Source: an optimization exercise on an open RTL-to-GDS flow (aim: small area, a short achievable clock period and few clock cycles). Production flows keep margins and buffers that such runs may drop. RTL that was checked went through simulation tests only; none was proved equivalent to the original.

== build 80 ==
Design rs_parity_enc, start of the top module:
module rs_parity_enc (
  input  wire        clk,
  input  wire        rst,        
  input  wire [5:0]  cfg_k,      
  input  wire [4:0]  cfg_m,      
  input  wire        in_valid,
  output wire        in_ready,
  input  wire [15:0] in_data,
  output wire        out_valid,
  input  wire        out_ready,
  output wire [15:0] out_data,
  output wire        out_last
);
  localparam LANES = 4;
  localparam SLOTS = 4;
  localparam ROWS  = LANES * SLOTS;
  reg         rdy_q;             
  reg  [4:0]  jn;                
  reg         first_in;          
  wire        take     = in_valid && rdy_q;
  reg  [4:0]  g_km1;             
  reg  [5:0]  g_k;
  reg  [2:0]  g_np;              
  reg  [1:0]  g_npm1;            
  reg  [1:0]  g_ll;              
  reg  [1:0]  g_base;            
  wire        last_in = first_in ? (cfg_k == 6'd1) : (jn == g_km1);
  wire [2:0]  np_cfg  = (cfg_m + 5'd3) >> 2;
  reg         ir_v;
  reg  [15:0] ir_d;
  reg  [4:0]  ir_j;
  reg         ir_first, ir_last;
  reg  [1:0]  ir_p;              
  reg  [5:0]  ir_kp;             
  reg  [5:0]  ir_sel [0:LANES-1];   
  reg  [1:0]  wr_ptr;            
  reg  [2:0]  free;              
  wire        alloc     = ir_first;      
  wire        issue     = ir_v && (g_np != 3'd0) && (!alloc || (free != 3'd0));
  wire        last_pass = (ir_p == g_npm1);
  wire        ir_done   = ir_v && ((g_np == 3'd0) || (issue && last_pass));
  wire [1:0]  op_slot   = alloc ? wr_ptr : g_base + ir_p;
  reg         c_v;
  reg  [15:0] c_d;
  reg  [7:0]  c_coef [0:LANES-1];
  reg  [1:0]  c_slot;
  reg         c_first, c_lastw, c_slast;
  reg  [1:0]  c_ll;
  wire [7:0]  coef [0:LANES-1];
  genvar l;
  generate
    for (l = 0; l < LANES; l = l + 1) begin : g_coef
  ...
Settings: LEC_CHECK=0, CAP_MARGIN=20, CORE_MARGIN=2, CORE_UTILIZATION=40, CTS_CLUSTER_DIAMETER=80, CTS_CLUSTER_SIZE=30, SETUP_SLACK_MARGIN=4.5, SLEW_MARGIN=20; clock period 7.0 ns.
run.sh (not shown) runs the stock make flow with config.mk's settings and CLKGATE_MAP_FILE= SYNTH_SCRIPT=/design/flow/synth_recipe.tcl, a recipe that flattens the netlist after the stock synthesis.
Testbench counts of build 80, summed over its fixed seeds: cycles 87,735.
Input-level comparison between build 58 and build 80:
Settings: a change of CTS_CLUSTER_SIZE from 30 to 32; a change of CTS_CLUSTER_DIAMETER from 80 to 150; a change of SETUP_SLACK_MARGIN from 4.5 to 4.7.
==> comparison <==
Build 58 vs build 80: wire length the detailed router placed on met1 up
Re cell count after synthesis: no difference whatsoever between build 58 and build 80.
Taking build 80 as the reference point, the number of diodes added for antenna fixing of build 58 rises by 1.
Highest attainable clock frequency went up slightly going from build 80 to build 58.
Summary of build 58 over build 80: worst hold slack after final layout now sits higher; share of the final layout cell area in sequential cells down 1.2 points; setup fix buffers added after clock tree synthesis went up 26.
Of build 58 and build 80, it is build 58 that has the higher total routing usage reported by global routing.
#### Input delta (build 89 over build 58)
Settings: a change of CTS_CLUSTER_SIZE from 32 to 30; a change of CTS_CLUSTER_DIAMETER from 150 to 80; a change of SETUP_SLACK_MARGIN from 4.7 to 4.6.
### Flow results
- Build 89 -> build 58: sequential cell area fraction in the yosys report flat
- On clock latency at the later pin of the worst-skew pair, the lower figure sits with build 58, not build 89.
- Looking at build 89 and build 58, the number of cells in the design after placement is a wash.
- Summary — minimum period implied by the final worst setup slack, build 89 relative to build 58: higher, by 0.023 ns.
- Of build 89 and build 58, the lower combined global-route utilization of all metal layers belongs to build 89.
- When build 89 is measured against build 58, its share of final layout cell area taken by clock buffers and inverters turns out 1.5 points higher.

---

the reference run:
Another version of the RTL of rs_parity_enc (not shown whole).
Size in the first run: roughly 400 flip-flops, ~30,000 µm² of cells after synthesis.
export LEC_CHECK = 0
export ABC_CLOCK_PERIOD_IN_PS = 3500
export CAP_MARGIN = 20
export CORE_MARGIN = 2
export CORE_UTILIZATION = 40
export SETUP_SLACK_MARGIN = 4.4
export SLEW_MARGIN = 20
create_clock -name core_clock -period 7.0 [get_ports {clk}]
The reference run completed end to end with timing, DRC and antenna clean.
--- input diff the reference run..the trial run ---
- ABC_CLOCK_PERIOD_IN_PS removed (was 3500)
==> notes.md <==
Synthesized flop and latch total: the trial run vs the reference run identical
On synthesized-area fraction occupied by ao, oa, aoi and oai cells, the reference run and the trial run are neck and neck.
| wire length | the trial run vs the reference run | ≈ equal |
Depth of the worst hold-timing path came out exactly the same in the reference run and the trial run.
Diff the reference run -> the trial run: slew of the pin with the lowest slew margin now sits at about the same level, xor/xnor share of the synthesized area now sits at about the same level, post-synthesis instance total now sits at about the same level.
Diff the reference run..the trial run | final-layout clock buffer total | unchanged
No run of this note included a check of the RTL's function; only the layout flow was run.

---

Setup of job 5097:
Another version of the RTL of rs_parity_enc (not shown whole).
For scale: about 420 flip-flops.
==> flow/design.v (excerpt) <==
module rs_parity_enc (
  input  wire        clk,
  input  wire        rst,        
  input  wire [5:0]  cfg_k,      
  input  wire [4:0]  cfg_m,      
  input  wire        in_valid,
  output wire        in_ready,
  input  wire [15:0] in_data,
  output wire        out_valid,
  input  wire        out_ready,
  output wire [15:0] out_data,
  output wire        out_last
);
clock: 7.0 ns
lec_check: 0
abc_clock_period_in_ps: 2500
cap_margin: 20
core_margin: 2
core_utilization: 30
setup_slack_margin: 5
slew_margin: 20
What job 4822 does differently from job 5097 at the input level:
Settings: SETUP_SLACK_MARGIN: 5 -> 4.4; ABC_CLOCK_PERIOD_IN_PS: 2500 -> 2800; CORE_UTILIZATION: 30 -> 40.
### Flow results
- In job 4822 relative to job 5097, via count of the first global-routing pass had gone down by a little under 10%.
- Changes observed in job 4822 relative to job 5097: wire length of the first global-routing pass dropped about 14%, area used by multi-input combinational logic dropped about 18%, number of tap cells inserted dropped 25%.
- Row count went down by more than 10% going from job 5097 to job 4822.
- Re area of the die: job 4822 is about 25% down on job 5097.
- Job 4822 reports its top routing layer in use as met4 while job 5097 reports met5.
No run of this note included a check of the RTL's function; only the layout flow was run.

---

== fjord ==
Another version of the RTL of rs_parity_enc (not shown whole).
For scale: about 420 flip-flops, about 50 I/O pins.
// rs_parity_enc
module rs_parity_enc (
  input  wire        clk,
  input  wire        rst,        
  input  wire [5:0]  cfg_k,      
  input  wire [4:0]  cfg_m,      
  input  wire        in_valid,
  output wire        in_ready,
  input  wire [15:0] in_data,
  output wire        out_valid,
  input  wire        out_ready,
  output wire [15:0] out_data,
  output wire        out_last
);
  localparam LANES = 4;
  localparam SLOTS = 4;
  localparam ROWS  = LANES * SLOTS;
  reg         rdy_q;             
  reg  [4:0]  jn;                
  reg         first_in;          
  wire        take     = in_valid && rdy_q;
  reg  [4:0]  g_km1;             
  reg  [5:0]  g_k;
  reg  [2:0]  g_np;              
  reg  [1:0]  g_npm1;            
  reg  [1:0]  g_ll;              
  reg  [1:0]  g_base;            
  wire        last_in = first_in ? (cfg_k == 6'd1) : (jn == g_km1);
  wire [2:0]  np_cfg  = (cfg_m + 5'd3) >> 2;
  reg         ir_v;
  reg  [15:0] ir_d;
  reg  [4:0]  ir_j;
  reg         ir_first, ir_last;
  reg  [1:0]  ir_p;              
  reg  [5:0]  ir_kp;             
  reg  [1:0]  wr_ptr;            
  reg  [2:0]  free;              
  wire        alloc     = ir_first;      
  wire        issue     = ir_v && (g_np != 3'd0) && (!alloc || (free != 3'd0));
  wire        last_pass = (ir_p == g_npm1);
  wire        ir_done   = ir_v && ((g_np == 3'd0) || (issue && last_pass));
  wire [1:0]  op_slot   = alloc ? wr_ptr : g_base + ir_p;
  reg         c_v;
  reg  [15:0] c_d;
  reg  [7:0]  c_coef [0:LANES-1];
  reg  [1:0]  c_slot;
  reg         c_first, c_lastw, c_slast;
  reg  [1:0]  c_ll;
  wire [7:0]  coef [0:LANES-1];
  genvar l;
  generate
    for (l = 0; l < LANES; l = l + 1) begin : g_coef
      wire [5:0] row_k = ir_kp + l;    
      gf_inv6 u_inv (.x(row_k ^ {1'b0, ir_j}), .y(coef[l]));
    end
  endgenerate
  reg  [15:0] acc [0:ROWS-1];
  reg  [SLOTS-1:0] s_rdy;            
  reg  [SLOTS-1:0] s_last;           
  reg  [1:0]  s_ll [0:SLOTS-1];      
  wire [63:0] dx_lo, dx_hi;
  gf_xmul u_xlo (.b(c_d[7:0]),  .bx(dx_lo));
  gf_xmul u_xhi (.b(c_d[15:8]), .bx(dx_hi));
  wire [15:0] upd [0:LANES-1];
  generate
    for (l = 0; l < LANES; l = l + 1) begin : g_mac
      wire [15:0] prod;
      gf_mul_x u_lo (.a(c_coef[l]), .bx(dx_lo), .p(prod[7:0]));
      gf_mul_x u_hi (.a(c_coef[l]), .bx(dx_hi), .p(prod[15:8]));
  ...
export LEC_CHECK = 0
export CAP_MARGIN = 20
export CORE_MARGIN = 2
export CORE_UTILIZATION = 40
export CTS_CLUSTER_DIAMETER = 80
export CTS_CLUSTER_SIZE = 30
export SETUP_SLACK_MARGIN = 4.3
export SLEW_MARGIN = 20
create_clock -name core_clock -period 7.0 [get_ports {clk}]
Testbench counts of fjord, summed over its fixed seeds: cycles 87,735.
For lagoon, these inputs were changed with respect to fjord:
Settings: removing CTS_CLUSTER_SIZE (formerly 30); removing CTS_CLUSTER_DIAMETER (formerly 80); changing SETUP_SLACK_MARGIN from 4.3 to 4.0.
[summary]
Final design area excluding fillers went down slightly going from fjord to lagoon.
Library cell contributing the largest single delay on the critical path = sky130_fd_sc_hd__mux4_2: fjord; library cell contributing the largest single delay on the critical path = sky130_fd_sc_hd__clkdlybuf4s50_1: lagoon
fjord ended up with c_coef[2][6]$_DFF_P_ as its capture point of the critical path; lagoon ended up with out_valid.
On layout clock buffer count: between fjord and lagoon, it ends up lower for fjord.
The inputs of maple differ from those of lagoon as listed below.
Settings: a change of SETUP_SLACK_MARGIN from 4.0 to 4.6.
Results
Between lagoon and maple, wire length of the first global-routing pass increased.
Comparing maple against lagoon, there is no change at all in count of flip-flops with a built-in enable after synthesis.
lagoon → maple: synthesis-to-finish area growth picked up an extra 12 points.
maple vs lagoon — via count of the first global-routing pass dropped slightly
Lower overall routed net length among maple and lagoon: lagoon
In maple the required time reported for the critical path endpoint turned out 1.89 ns higher than in lagoon.

==> static timing again, ports no longer ideal <==
How much do the figures lean on ideal ports? The routed layouts below were timed once more, with nothing changed but the port constraints.
Step 1 assumes that a clkbuf_16 drives the clock port and a buf_2 every other input.
Step 2 times the ports against the registers' clock, not the clock port: input delays grow and output delays shrink by t, the midpoint of the rising clock arrivals with the driver on.
Slacks: no drivers / after step 1 / after step 2; pairs: no drivers / after step 1.
run | shift t [ns] | setup WS [ns] | hold WS [ns] | clock arrival spread, ns
build 80 | 0.653 | 4.415 / 4.349 / 3.890 | 0.344 / 0.344 / 0.344 | 0.025 / 0.025
build 58 | 0.630 | 4.432 / 4.366 / 4.013 | 0.347 / 0.347 / 0.347 | 0.017 / 0.016
build 89 | 0.661 | 4.409 / 4.343 / 3.941 | 0.320 / 0.320 / 0.320 | 0.034 / 0.034
the reference run | 0.665 | 3.273 / 3.273 / 2.777 | 0.488 / 0.488 / 0.488 | 0.031 / 0.031
the trial run | 0.665 | 3.273 / 3.273 / 2.777 | 0.488 / 0.488 / 0.488 | 0.031 / 0.031
job 5097 | 0.661 | 4.364 / 4.352 / 3.978 | 0.421 / 0.421 / 0.421 | 0.023 / 0.023
job 4822 | 0.644 | 4.283 / 4.283 / 3.876 | 0.413 / 0.413 / 0.413 | 0.025 / 0.026
fjord | 0.662 | 4.303 / 4.274 / 3.768 | 0.329 / 0.329 / 0.329 | 0.051 / 0.052
lagoon | 0.659 | 4.091 / 4.026 / 3.562 | 0.334 / 0.334 / 0.334 | 0.026 / 0.026
maple | 0.658 | 4.448 / 4.383 / 3.937 | 0.342 / 0.342 / 0.342 | 0.032 / 0.032
After both steps every run listed still meets setup and hold. For fjord, which loses most, drivers alone change the setup slack by -0.029 ns; drivers and shift together by -0.535 ns.
